This design comes from an exercise in tuning for small area on the open sky130 flow, not from production work. In this exercise RTL edits were held to simulation tests only and were not proved equivalent to the original.

## flow/design.v (module list and top-level ports; edited modules follow where they fit)
// module mxfp4_block_dot: 806 lines
module mxfp4_block_dot (
    input  wire         clk,
    input  wire         rst,
    input  wire         in_valid,
    input  wire         in_first,
    input  wire         in_last,
    input  wire [127:0] in_a,       
    input  wire [127:0] in_b,
    input  wire [7:0]   in_sa,      
    input  wire [7:0]   in_sb,      
    output reg          out_valid,
    output wire [31:0]  out_d
);
  // ...
==> flow/flow/run.sh <==
#!/bin/bash
# Own layout flow: the standard layout (standard.sh, ORFS), with four
# changes:
#  - synthesis skips Yosys's generic "abc -fast" pre-mapping inside synth
#    (SYNTH_ARGS=-noabc), so extract_fa sees the design's full adders as
#    written;
#  - ABC's technology mapping runs flow/area.abc (&dch + &nf with area
#    recovery) instead of abc_area.script; flow/my_synth.tcl is the standard flow's
#    synth_recipe.tcl with only that change;
#  - port buffers are the smallest buffer cell (sky130_fd_sc_hd__buf_1)
#    instead of the one buffer_ports picks by default;
#  - clock tree synthesis builds the tree from clkbuf_4 cells (clkbuf_8 at
#    the root) instead of clkbuf_16, without dummy loads.
# Everything else (floorplan, power grid, taps, placement, CTS, routing) is
# the standard flow. Each step's full log is under orfs/logs/; make's own
# output goes to flow.log.
set -euo pipefail
here=$(pwd)
bash standard.sh "SYNTH_SCRIPT=$here/flow/my_synth.tcl" "SYNTH_ARGS=-noabc" \
    "BUFFER_PORTS_ARGS=-buffer_cell sky130_fd_sc_hd__buf_1" \
    "CTS_ARGS=-sink_clustering_enable -repair_clock_nets -dont_use_dummy_load -buf_list sky130_fd_sc_hd__clkbuf_4 -root_buf sky130_fd_sc_hd__clkbuf_8" \
    finish > flow.log 2>&1
==> flow/flow/area.abc <==
strash
&get -n
&dch
&nf -R 1000
&put
topo
==> flow/flow/my_synth.tcl <==
# The standard flow's synthesis script (synth_recipe.tcl, in the work folder) unchanged,
# except that ABC's technology mapping runs flow/area.abc in place of the
# flow's abc_area.script.
set my_flow_dir [file dirname [file normalize [info script]]]
set my_abc_script [file join $my_flow_dir area.abc]
proc abc {args} {
  set i [lsearch -exact $args -script]
  if { $i >= 0 } {
    lset args [expr { $i + 1 }] $::my_abc_script
  }
  yosys abc {*}$args
}
source [file join [file dirname $my_flow_dir] synth_recipe.tcl]
==> flow/standard.sh <==
#!/bin/bash
# synth_recipe.tcl (not shown) runs the flow's synth.tcl, then flattens the netlist and writes it again
# the make line also repeats each setting of config.mk as NAME=value (left out here)
make -C /OpenROAD-flow-scripts/flow DESIGN_CONFIG=/design/flow/config.mk WORK_HOME=/design/flow/orfs CLKGATE_MAP_FILE= SYNTH_SCRIPT=/design/flow/synth_recipe.tcl "${@:-finish}"
==> flow/config.mk <==
export PLATFORM = sky130hd
export DESIGN_NAME = mxfp4_block_dot
export DESIGN_NICKNAME = mxfp4_block_dot
export VERILOG_FILES = /design/flow/design.v
export SDC_FILE = /design/flow/constraint.sdc
export NUM_CORES = 4
export LEC_CHECK = 0
export ABC_AREA = 1
export CAP_MARGIN = 10
export CORE_MARGIN = 2
export CORE_UTILIZATION = 55
export SLEW_MARGIN = 10
==> flow/constraint.sdc <==
create_clock -name core_clock -period 35.0 [get_ports {clk}]
set_input_delay 7.0000 -clock core_clock [delete_from_list [all_inputs] [get_ports {clk}]]
set_output_delay 7.0000 -clock core_clock [all_outputs]
set_load 0.01 [all_outputs]
==> impl_metrics.yaml, run 1 <==
timing:
  timing.fmax_mhz: 33.4
  final.setup_skew_ns: 0.0161
critical_path:
  cp_num_cells: 127
  crit_path_end: "acc[31]"
  crit_start: "s1_first"
  rr_endpoint: "acc[31]"
  critPathRequiredTime_ns: 35.25
  r2r_cells: 127
layout:
  top_register: "acc"
  buffer_area_share_pct: 5.63
  layout-drive-gt1-share_pct: 1.59
  stdcell_count: 3872
  clockBufferCount: 9
global_route:
  grtUsageMet2_pct: 61.3
  track_usage_pct: 34.7
  grt_pass1_vias: 22900
placed_design:
  place_area_um2: 24900
  gp_congestion: 1.06
route:
  ant_nets: 0
  routed_wirelength_mm: 76.7
  met2WireLength_mm: 37.9
  m1WireLength_mm: 30.4
worst_hold_path:
  hp-start: "s1_lastv"
  hp-class: "reg2reg"
status:
  status: "no timing/DRC/antenna violations"
==> run 2, diff against run 1 <==
--- a/flow/flow/run.sh
+++ b/flow/flow/run.sh
@@ -4,7 +4,7 @@
 #  - synthesis skips Yosys's generic "abc -fast" pre-mapping inside synth
 #    (SYNTH_ARGS=-noabc), so extract_fa sees the design's full adders as
 #    written;
-#  - ABC's technology mapping runs flow/area.abc (&dch + &nf with area
+#  - ABC's technology mapping runs flow/area.abc (&deepsyn, then &dch + &nf with area
 #    recovery) instead of abc_area.script; flow/my_synth.tcl is the standard flow's
 #    synth_recipe.tcl with only that change;
 #  - port buffers are the smallest buffer cell (sky130_fd_sc_hd__buf_1)
==> flow/flow/area.abc (replaced) <==
strash
&get -n
&deepsyn -T 60
&dch
&nf -R 1000
&put
topo
==> run 2 against run 1 <==
Net effect: first-iteration DRC count decreased by 25%; maximum frequency grew 1.1%; largest cell class unchanged; still clean.
==> impl_metrics.yaml, run 2 <==
status:
  status: "no timing/DRC/antenna violations"
clocking:
  hold_buffers: 0
  cts-resized-gates: 0
  clk_latency_ns: 0.35
  clkTransAtPathRegs_ns: 0.06
  post_cts_buffers: 0
  cts.sinks: 60
  cts_tree: "built"
  clockRootBuffer: "clkbuf_8"
  cts_max_level: 3
  cts_buffers: 9
  ctsLongestPathBuffers: 2
critical_path:
  setup.worst_path.end_class: "flop"
  critPathRequiredTime_ns: 35.22
  r2r_cells: 126
  crit_buf_inv: 8
  critPathSlowestCell: "nor2b_1"
  rr_endpoint: "acc[31]"
  critPathMaxFanout: 59
  reg2reg_slack_ns: 5.38
  crit_family: "adder cells"
  timing.rr.start: "s1_first"
  cp.arrival_ns: 29.83
  max_stage_delay_ns: 0.86
  criticalPathCategory: "reg2reg"
  cp-start-kind: "flop"
  cpMostUsedCell: "ha_1"
global_route:
  antenna_found_initial: 3
  grt_overflow_total: 0
  grt_pass1_vias: 22000
  grt_max_degree: 60
  track_usage_pct: 34.8
  grt_pass1_wl_mm: 116
route:
  drt-initial-drc-count: 2235
  vias: 23600
  wl_per_cell_um: 19.6
  routed_wirelength_mm: 74.9
  viasPerCell: 6.19
  drtPass1Iterations: 9
  remaining_drc_errors: 0
  met2WireLength_mm: 37.8
  route.met3.wl_mm: 4.51
  m1WireLength_mm: 29.1
  ant_nets: 0
  highest_layer: "met5"
timing:
  final.setup_skew_ns: 0.0194
  fin_ws_ns: 5.38
  setup_violations: 0
  slew_violations: 0
  whs_ns: 0.460
  relSlewSlack_pct: 30.9
  tightest_slew_ns: 1.03
  fin_crit_sh_pct: 84.6
  grt_setup_unrepaired: "no"
  timing.fmax_mhz: 33.8
  tns_ns: 0
  finalHoldViolCount: 0
  min_period_ns: 29.62
logic_synthesis:
  syn_avg_cell_area_um2: 7.68
  synth_area_um2: 22500
  synth_most_common_cell: "nand2_1"
  synth_top_area_share_pct: 29.3
  syn_nets: 3624
  synthFlopType: "dfxtp_1"
  ys_types: 49
  synth_area_leader_cell: "fa_1"
  seq_area_frac_synth_pct: 5.33
  synth_edf_count: 0
  synthTopCellsByCount: "nand2_1 (566), nor2_1 (368), fa_1 (329), o21ai_0 (278), a21oi_1 (187)"
  synth_area_leaders: "fa_1 (29%), nand2_1 (9.4%), o21ai_0 (6.2%)"
  synth-async-reset-ratio_pct: 0
  ys_seq_elements: 60
  syn_inst: 2931
  synth_warnings: 1
worst_hold_path:
  hold-path-endpoint: "out_valid"
  min_delay_path_depth: 1
  hp-class: "reg2reg"
  hp-start: "s1_lastv"
layout:
  reg_top3: "acc: 32 flops, MBf: 12 flops, tb: 10 flops"
  final_common_cell: "nand2_1"
  final_area_um2: 24800
  final_cell_mix: "nand2_1 (566), nor2_1 (367), fa_1 (329), buf_1 (309), o21ai_0 (275)"
  layout-drive-gt1-share_pct: 1.55
  area_growth_pct: 10.0
  final_util_pct: 60.9
  largest_reg_flops: 32
  nets: 3975
  top_register: "acc"
  fill_cells: 3770
floorplan:
  floorplan.initialDensity_pct: 55.4
  ios: 310
  core_um2: 40600
  num_rows: 74
  die_w_um: 206
  dieArea_um2: 42600
  die_h_um: 206
placed_design:
  dpl.hpwl_mm: 64.7
  place_area_um2: 24600
  dp_slack_ns: 5.87
  gp_congestion: 0.992
  io_buffers: 309
job:
  drv_cap: 0
[run 2: how the worst max path moves through the flow]
stage	from	endpoint	slack (ns)	depth (start not counted)
6_report	s1_first	acc[31]	5.38	126
5_1_grt	s1_first	acc[31]	3.69	129
4_1_cts	s1_first	acc[31]	5.82	126
3_5_place_dp	s1_first	acc[31]	5.87	126
3_3_place_gp	s1_first	acc[31]	6.56	126
2_1_floorplan	acc[25]	acc[31]	4.04	117
[run 2: through the flow]
stage,cells
6_report,3813
5_1_grt,3812
4_1_cts,3812
3_5_place_dp,3803
3_3_place_gp,3803
2_1_floorplan,2931
[run 2: cell type report]
cell class | count | area (um^2) | area share, %
Tap cell | 532 | 666 | 2.69
Multi-Input combinational cell | 2790 | 21100 | 85.1
Sequential cell | 60 | 1200 | 4.85
Antenna cell | 1 | 2.50 | 0.0101
Inverter | 81 | 304 | 1.23
Clock buffer | 9 | 124 | 0.500
Timing Repair Buffer | 340 | 1390 | 5.62
[run 2: cells by family after synthesis]
group	after synthesis	share of synthesized area [%]
buffers and inverters	81	1.35
adder cells (fa/ha/maj)	417	34.1
AND/OR/NAND/NOR	1263	24.0
flip-flops	60	5.33
multiplexers	111	5.13
XOR/XNOR	191	7.43
AO/OA/AOI/OAI	808	22.6
[run 2: metal layers]
metal / global-route usage (%) / vias to the layer above
met2: 62.7 / 1003
met3: 4.15 / 188
li1: - / 11200
met1: 41.9 / 11200
met5: 0 / -
met4: 14.5 / 4
==> run 3, diff against run 2 <==
--- a/flow/config.mk
+++ b/flow/config.mk
@@ -6,7 +6,7 @@
 export NUM_CORES = 4
 export LEC_CHECK = 0
 export ABC_AREA = 1
-export CAP_MARGIN = 10
+export CAP_MARGIN = 0
 export CORE_MARGIN = 2
 export CORE_UTILIZATION = 55
-export SLEW_MARGIN = 10
+export SLEW_MARGIN = 0
==> run 3 against run 2 <==
Net effect: register-to-register slack is essentially flat; core utilization is the same; maximum frequency is the same; design area is the same; critical path type unchanged; global-route usage is the same.
==> impl_metrics.yaml, run 3 <==
layout:
  largest_reg_flops: 32
  area_growth_pct: 10.0
  nets: 3975
  final_cell_mix: "nand2_1 (566), nor2_1 (367), fa_1 (329), buf_1 (309), o21ai_0 (275)"
  final_util_pct: 60.9
  top_register: "acc"
  reg_top3: "acc: 32 flops, MBf: 12 flops, tb: 10 flops"
  layout-drive-gt1-share_pct: 1.55
  final_common_cell: "nand2_1"
  fill_cells: 3770
logic_synthesis:
  ys_types: 49
  synth_area_leaders: "fa_1 (29%), nand2_1 (9.4%), o21ai_0 (6.2%)"
  synth-async-reset-ratio_pct: 0
  synth_area_leader_cell: "fa_1"
  syn_avg_cell_area_um2: 7.68
  ys_seq_elements: 60
  syn_inst: 2931
  synthFlopType: "dfxtp_1"
  seq_area_frac_synth_pct: 5.33
  synth_most_common_cell: "nand2_1"
  synth_edf_count: 0
  synth_area_um2: 22500
  synthTopCellsByCount: "nand2_1 (566), nor2_1 (368), fa_1 (329), o21ai_0 (278), a21oi_1 (187)"
  synth_top_area_share_pct: 29.3
  synth_warnings: 1
  syn_nets: 3624
critical_path:
  setup.worst_path.end_class: "flop"
  criticalPathCategory: "reg2reg"
  cp-start-kind: "flop"
  critPathSlowestCell: "nor2b_1"
  max_stage_delay_ns: 0.86
  cp.arrival_ns: 29.83
  cpMostUsedCell: "ha_1"
  critPathMaxFanout: 59
  critPathRequiredTime_ns: 35.22
route:
  remaining_drc_errors: 0
  routed_wirelength_mm: 74.9
  viasPerCell: 6.19
  ant_nets: 0
  wl_per_cell_um: 19.6
  drt-initial-drc-count: 2235
  drtPass1Iterations: 9
  vias: 23600
timing:
  min_period_ns: 29.62
  finalHoldViolCount: 0
  grt_setup_unrepaired: "no"
  fin_crit_sh_pct: 84.6
  timing.fmax_mhz: 33.8
  relSlewSlack_pct: 30.9
  slew_violations: 0
  tns_ns: 0
  tightest_slew_ns: 1.03
  final.setup_skew_ns: 0.0194
  setup_violations: 0
clocking:
  cts_max_level: 3
  ctsLongestPathBuffers: 2
  cts_buffers: 9
  hold_buffers: 0
  cts_tree: "built"
  clk_latency_ns: 0.35
  clockRootBuffer: "clkbuf_8"
  post_cts_buffers: 0
  clkTransAtPathRegs_ns: 0.06
  cts.sinks: 60
  cts-resized-gates: 0
floorplan:
  die_h_um: 206
  core_um2: 40600
  die_w_um: 206
  dieArea_um2: 42600
  num_rows: 74
  ios: 310
  floorplan.initialDensity_pct: 55.4
placed_design:
  gp_congestion: 0.992
  io_buffers: 309
  dpl.hpwl_mm: 64.7
global_route:
  track_usage_pct: 34.8
  grt_overflow_total: 0
  antenna_found_initial: 3
  grt_pass1_vias: 22000
  grt_max_degree: 60
  grt_pass1_wl_mm: 116
status:
  status: "no timing/DRC/antenna violations"
worst_hold_path:
  hp-class: "reg2reg"
job:
  drv_cap: 0
## run 3: cell counts in the layout (fill, tap and decap cells not counted)
Identical to the previous run, type by type.
## run 3: critical path, delay by kind of cell (launching register included)
| family | cells | cell delay [ns] |
|---|---|---|
| AOI/OAI and AO/OA | 33 | 4.64 |
| buffers and inverters | 8 | 1.79 |
| adders and majority gates | 64 | 18.54 |
| DFF | 1 | 0.74 |
| xor gates and xnor gates | 1 | 0.22 |
| and+or+nand+nor | 19 | 3.11 |
| muxes | 1 | 0.34 |
## run 3: path summary, 6_finish.rpt
| path | from | endpoint | slack (ns) | cells past startpoint |
|---|---|---|---|---|
| worst max-delay path | s1_first | acc[31] | 5.38 | 126 |
| worst max register to register | s1_first | acc[31] | 5.38 | 126 |
| worst min register to register | s1_lastv | out_valid | 0.46 | 1 |
| worst min-delay path | s1_lastv | out_valid | 0.46 | 1 |
## run 3: logic make-up (layout without fill, tap and decap cells)
kind of cell,after synthesis,count (layout),synth area share (%)
other cells,0,1,0
simple gates,1263,1263,24.0
mux,111,111,5.13
flops,60,60,5.33
fa+ha+maj,417,417,34.1
buf+inv,81,430,1.35
xor+xnor,191,191,7.43
compound gates,808,808,22.6
## run 3: cell type report
type / count / area (um^2) / share of cell area (%)
timing repair buffer: 340 / 1390 / 5.62
sequential: 60 / 1200 / 4.85
multi-input combinational: 2790 / 21100 / 85.1
clock buffer: 9 / 124 / 0.500
inverter: 81 / 304 / 1.23
antenna: 1 / 2.50 / 0.0101
tap: 532 / 666 / 2.69
## run 3: metrics by stage
step / instances / hold WS [ns] / worst slack, ns / cell area (um^2)
floorplan: 2931 / 0.414 / 4.04 / 22500
global placement: 3803 / 0.428 / 6.56 / 24600
detailed placement: 3803 / 0.441 / 5.87 / 24600
CTS: 3812 / 0.459 / 5.82 / 24800
global route: 3812 / 0.489 / 3.69 / 24800
finish: 3813 / 0.460 / 5.38 / 24800
## run 3: per-layer routing
metal / global-route usage, % / part of all wire, % / vias up
li1: - / - / 11200
met1: 41.9 / 39 / 11200
met2: 62.7 / 50 / 1003
met3: 4.15 / 6.0 / 188
met4: 14.5 / 4.6 / 4
met5: 0 / 0.031 / -

-- separate check: timing with driven ports --
The results above use ideal ports. As a check the final layouts listed here were re-extracted and re-timed, cells and wires unchanged. Step 1: set_driving_cell puts a clkbuf_16 on clk and a buf_2 on each other input, an assumption about the parent block. Step 2 moves the port delays by t, midway between the first and last clock arrival at a register: inputs arrive t later, outputs are due t later. That takes back most of the time a late clock gives input paths. Three values: ideal ports, drivers, drivers and shift; two values: the first two.
| run | t (ns) | setup WS [ns] | worst setup path at the end | worst register clock-pin slew, ns |
|---|---|---|---|---|
| run 1 | 0.393 | 5.045 / 5.045 / 5.045 | register to register | 0.08 / 0.08 |
| run 2 | 0.382 | 5.383 / 5.383 / 5.383 | register to register | 0.07 / 0.07 |
| run 3 | 0.382 | 5.383 / 5.383 / 5.383 | register to register | 0.07 / 0.07 |
After both steps setup and hold are still met in every run listed.
